This design comes from an exercise in tuning for small area on the open sky130 flow, not from production work. At most, simulation tests tie the RTL to the original design; equivalence was not proved.

==> v17: inputs <==
// cis_ecc
module cis_ecc (
    input  wire        clk,
    input  wire        rst_n,
    input  wire        wr_valid,
    input  wire [63:0] wr_data,
    input  wire        wr_poison,
    input  wire [15:0] wr_inj,
    output wire         wc_valid,
    output wire  [15:0] wc_check,
    input  wire        rd_valid,
    input  wire [63:0] rd_data,
    input  wire [15:0] rd_check,
    output reg          rr_valid,
    output wire  [63:0] rr_data,
    output wire         rr_ce,
    output wire         rr_ue,
    output wire  [4:0]  rr_sym
);
==> flow/config.mk <==
export PLATFORM = sky130hd
export DESIGN_NAME = cis_ecc
export DESIGN_NICKNAME = cis_ecc
export VERILOG_FILES = /design/flow/design.v
export SDC_FILE = /design/flow/constraint.sdc
export NUM_CORES = 4
export LEC_CHECK = 0
export CAP_MARGIN = 20
export CORE_MARGIN = 2
export CORE_UTILIZATION = 40
export SLEW_MARGIN = 20
==> flow/constraint.sdc <==
create_clock -name core_clock -period 5.5 [get_ports {clk}]
set_input_delay 1.1000 -clock core_clock [delete_from_list [all_inputs] [get_ports {clk}]]
set_output_delay 1.1000 -clock core_clock [all_outputs]
set_load 0.01 [all_outputs]
standard.sh (not shown) runs the stock make flow with config.mk's settings and CLKGATE_MAP_FILE= SYNTH_SCRIPT=/design/flow/synth_recipe.tcl, a recipe that flattens the netlist after the stock synthesis.
==> flow/flow/run.sh <==
#!/bin/bash
# The standard layout with two changes:
#  - synthesis is the standard flow's own script (synth_recipe.tcl, run unchanged), except
#    that its ABC mapping step uses flow/area.abc, an area-oriented mapping;
#  - buf_1 cells as the port buffers (the default pick is a larger, slower
#    delay buffer).
set -euo pipefail
work=$PWD
{
  echo "# synth_recipe.tcl with its abc call pointed at flow/area.abc"
  echo "proc abc {args} {"
  echo "  set i [lsearch -exact \$args -script]"
  echo "  if {\$i >= 0} { lset args [expr {\$i + 1}] $work/flow/area.abc }"
  echo "  yosys abc {*}\$args"
  echo "}"
  cat "$work/synth_recipe.tcl"
} > "$work/own_synth.tcl"
bash standard.sh "SYNTH_SCRIPT=$work/own_synth.tcl" \
  "BUFFER_PORTS_ARGS=-buffer_cell sky130_fd_sc_hd__buf_1" finish > standard_flow.log 2>&1
==> flow/flow/area.abc <==
&get -n
&st
&synch2
&nf -R 1000 -p
&put
==> v23 (differences from v17) <==
--- a/flow/design.v
+++ b/flow/design.v
@@ -6,20 +6,20 @@
     input  wire        wr_poison,
     input  wire [15:0] wr_inj,
     output wire         wc_valid,
     output wire  [15:0] wc_check,
     input  wire        rd_valid,
     input  wire [63:0] rd_data,
     input  wire [15:0] rd_check,
     output reg          rr_valid,
-    output wire  [63:0] rr_data,
-    output wire         rr_ce,
-    output wire         rr_ue,
-    output wire  [4:0]  rr_sym
+    output reg   [63:0] rr_data,
+    output reg          rr_ce,
+    output reg          rr_ue,
+    output reg   [4:0]  rr_sym
 );
     wire we_0 = wr_data[50] ^ wr_data[54];
     wire we_1 = wr_data[23] ^ wr_data[39];
     wire we_2 = wr_data[22] ^ wr_data[38];
     wire we_3 = wr_data[17] ^ wr_data[21];
     wire we_4 = wr_data[15] ^ wr_data[55];
     wire we_5 = wr_data[13] ^ wr_data[53];
     wire we_6 = wr_data[48] ^ wr_data[52];
@@ -453,25 +453,17 @@
     wire rs_219 = rd_check[15] ^ rs_218;
     wire rs_220 = rs_59 ^ rs_16;
     wire rs_221 = rs_40 ^ rs_219;
     wire rs_222 = rs_44 ^ rs_220;
     wire rs_223 = rs_221 ^ rs_76;
     wire rs_224 = rs_35 ^ rs_222;
     wire rs_225 = rs_80 ^ rs_223;
     wire rs_226 = rs_224 ^ rs_225;
-    wire [15:0] syn_in = {rs_226, rs_217, rs_206, rs_197, rs_186, rs_177, rs_166, rs_155, rs_145, rs_134, rs_124, rs_114, rs_105, rs_99, rs_93, rs_86};
-    reg [15:0] syn;
-    reg [63:0] r1_data;
-    always @(posedge clk) begin
-        if (!rst_n) rr_valid <= 1'b0;
-        else        rr_valid <= rd_valid;
-        r1_data <= rd_data;
-        syn     <= syn_in;
-    end
+    wire [15:0] syn = {rs_226, rs_217, rs_206, rs_197, rs_186, rs_177, rs_166, rs_155, rs_145, rs_134, rs_124, rs_114, rs_105, rs_99, rs_93, rs_86};
     wire [3:0] s0 = syn[3:0], s1 = syn[7:4], s2 = syn[11:8], s3 = syn[15:12];
     wire nz0 = |s0, nz1 = |s1, nz2 = |s2, nz3 = |s3;
     wire l1 = s0[0];
     wire l2 = s0[1];
     wire l3 = s0[0] ^ s0[1];
     wire l4 = s0[2];
     wire l5 = s0[0] ^ s0[2];
     wire l6 = s0[1] ^ s0[2];
@@ -536,21 +528,24 @@
     wire m15 = nz0 & eq1_2 & eq2_4 & eq3_14;
     wire m16 = nz0 & ~nz1 & ~nz2 & ~nz3;
     wire m17 = ~nz0 & nz1 & ~nz2 & ~nz3;
     wire m18 = ~nz0 & ~nz1 & nz2 & ~nz3;
     wire m19 = ~nz0 & ~nz1 & ~nz2 & nz3;
     wire [19:0] match = {m19, m18, m17, m16, m15, m14, m13, m12, m11, m10, m9, m8, m7, m6, m5, m4, m3, m2, m1, m0};
     wire ce = |match;
     wire ue = (nz0 | nz1 | nz2 | nz3) & ~ce;
-    wire [4:0] sy;
-    assign sy[0] = m1 | m3 | m5 | m7 | m9 | m11 | m13 | m15 | m17 | m19;
-    assign sy[1] = m2 | m3 | m6 | m7 | m10 | m11 | m14 | m15 | m18 | m19;
-    assign sy[2] = m4 | m5 | m6 | m7 | m12 | m13 | m14 | m15;
-    assign sy[3] = m8 | m9 | m10 | m11 | m12 | m13 | m14 | m15;
-    assign sy[4] = m16 | m17 | m18 | m19;
+    wire sy0 = m1 | m3 | m5 | m7 | m9 | m11 | m13 | m15 | m17 | m19;
+    wire sy1 = m2 | m3 | m6 | m7 | m10 | m11 | m14 | m15 | m18 | m19;
+    wire sy2 = m4 | m5 | m6 | m7 | m12 | m13 | m14 | m15;
+    wire sy3 = m8 | m9 | m10 | m11 | m12 | m13 | m14 | m15;
+    wire sy4 = m16 | m17 | m18 | m19;
     wire [63:0] fix = {{4{m15}} & s0, {4{m14}} & s0, {4{m13}} & s0, {4{m12}} & s0, {4{m11}} & s0, {4{m10}} & s0, {4{m9}} & s0, {4{m8}} & s0, {4{m7}} & s0, {4{m6}} & s0, {4{m5}} & s0, {4{m4}} & s0, {4{m3}} & s0, {4{m2}} & s0, {4{m1}} & s0, {4{m0}} & s0};
-    wire [63:0] cor = r1_data ^ fix;
-    assign rr_data  = cor;
-    assign rr_ce    = ce;
-    assign rr_ue    = ue;
-    assign rr_sym   = sy;
+    wire [63:0] cor = rd_data ^ fix;
+    always @(posedge clk) begin
+        if (!rst_n) rr_valid <= 1'b0;
+        else        rr_valid <= rd_valid;
+        rr_data <= cor;
+        rr_ce   <= ce;
+        rr_ue   <= ue;
+        rr_sym  <= {sy4, sy3, sy2, sy1, sy0};
+    end
 endmodule
==> flow/flow/run.sh (replaced) <==
#!/bin/bash
# The standard layout, with buf_1 cells as the port buffers (the standard
# flow's default choice, a delay buffer, is larger and slower).
set -euo pipefail
bash standard.sh "BUFFER_PORTS_ARGS=-buffer_cell sky130_fd_sc_hd__buf_1" finish > standard_flow.log 2>&1
removed: flow/flow/area.abc
==> comparison table <==
Outcome: v17 no timing/DRC/antenna violations; v23 no timing/DRC/antenna violations
Highest net fanout along the worst path: v17 10; v23 11
Via count: v17 7,131; v23 7,736
Total non-filler cell area in the finished layout: v17 9846 sq um; v23 11,270 sq um
Area share of the largest cell type after synthesis: v17 51.41%; v23 34.61%
Number of instances on the worst hold path: v17 1; v23 2
Layout filler cell count: v17 2,008; v23 2,226
Floorplan row count: v17 52; v23 55
Complex-gate fraction of the synthesized area: v17 0.9123%; v23 3.288%
Most Frequent Cell on Critical Path: v17 buf_4; v23 xnor2_1
Register cell area after layout: v17 1622 sq um; v23 1441 sq um
Fraction of synthesized cell area in xor and xnor cells: v17 68.95%; v23 65.64%
Headroom to the max-slew limit: v17 21.28%; v23 45.52%
Critical path endpoint: v17 rr_ue; v23 rr_data[55]$_DFF_P_
For v23, only the layout was checked, not whether the RTL still works.

==> separate check: timing with driven ports <==
In the flow no input, the clock included, has a driving cell. The finished layouts below were timed again as built, in two steps. Step 1: set_driving_cell puts a clkbuf_16 on clk and a buf_2 on each other input, an assumption about the parent block. Step 2 adds t to the input delays and takes it off the output delays; t is the mean of the earliest and latest rising clock arrival at the registers after step 1. Input paths then give back, and output paths get back, about the clock's delay inside the block. a / b / c = ideal ports / drivers / drivers and shift; a / b = the first two.
run | t (ns) | setup slack, ns | worst hold slack (ns) | worst setup path at the end | worst data-port slew with drivers (ns)
v17 | 0.381 | 0.372 / 0.338 / 0.719 | 0.898 / 0.887 / 1.268 | register to output | 0.06
v23 | 0.387 | 0.206 / 0.215 / -0.171 | 0.960 / 0.938 / 1.325 | input to register | 0.05
With both steps, setup timing fails in v23, where it was met with ideal ports. The setup slack of v23, which loses most, moves by +0.009 ns with the drivers and by -0.377 ns with both steps.
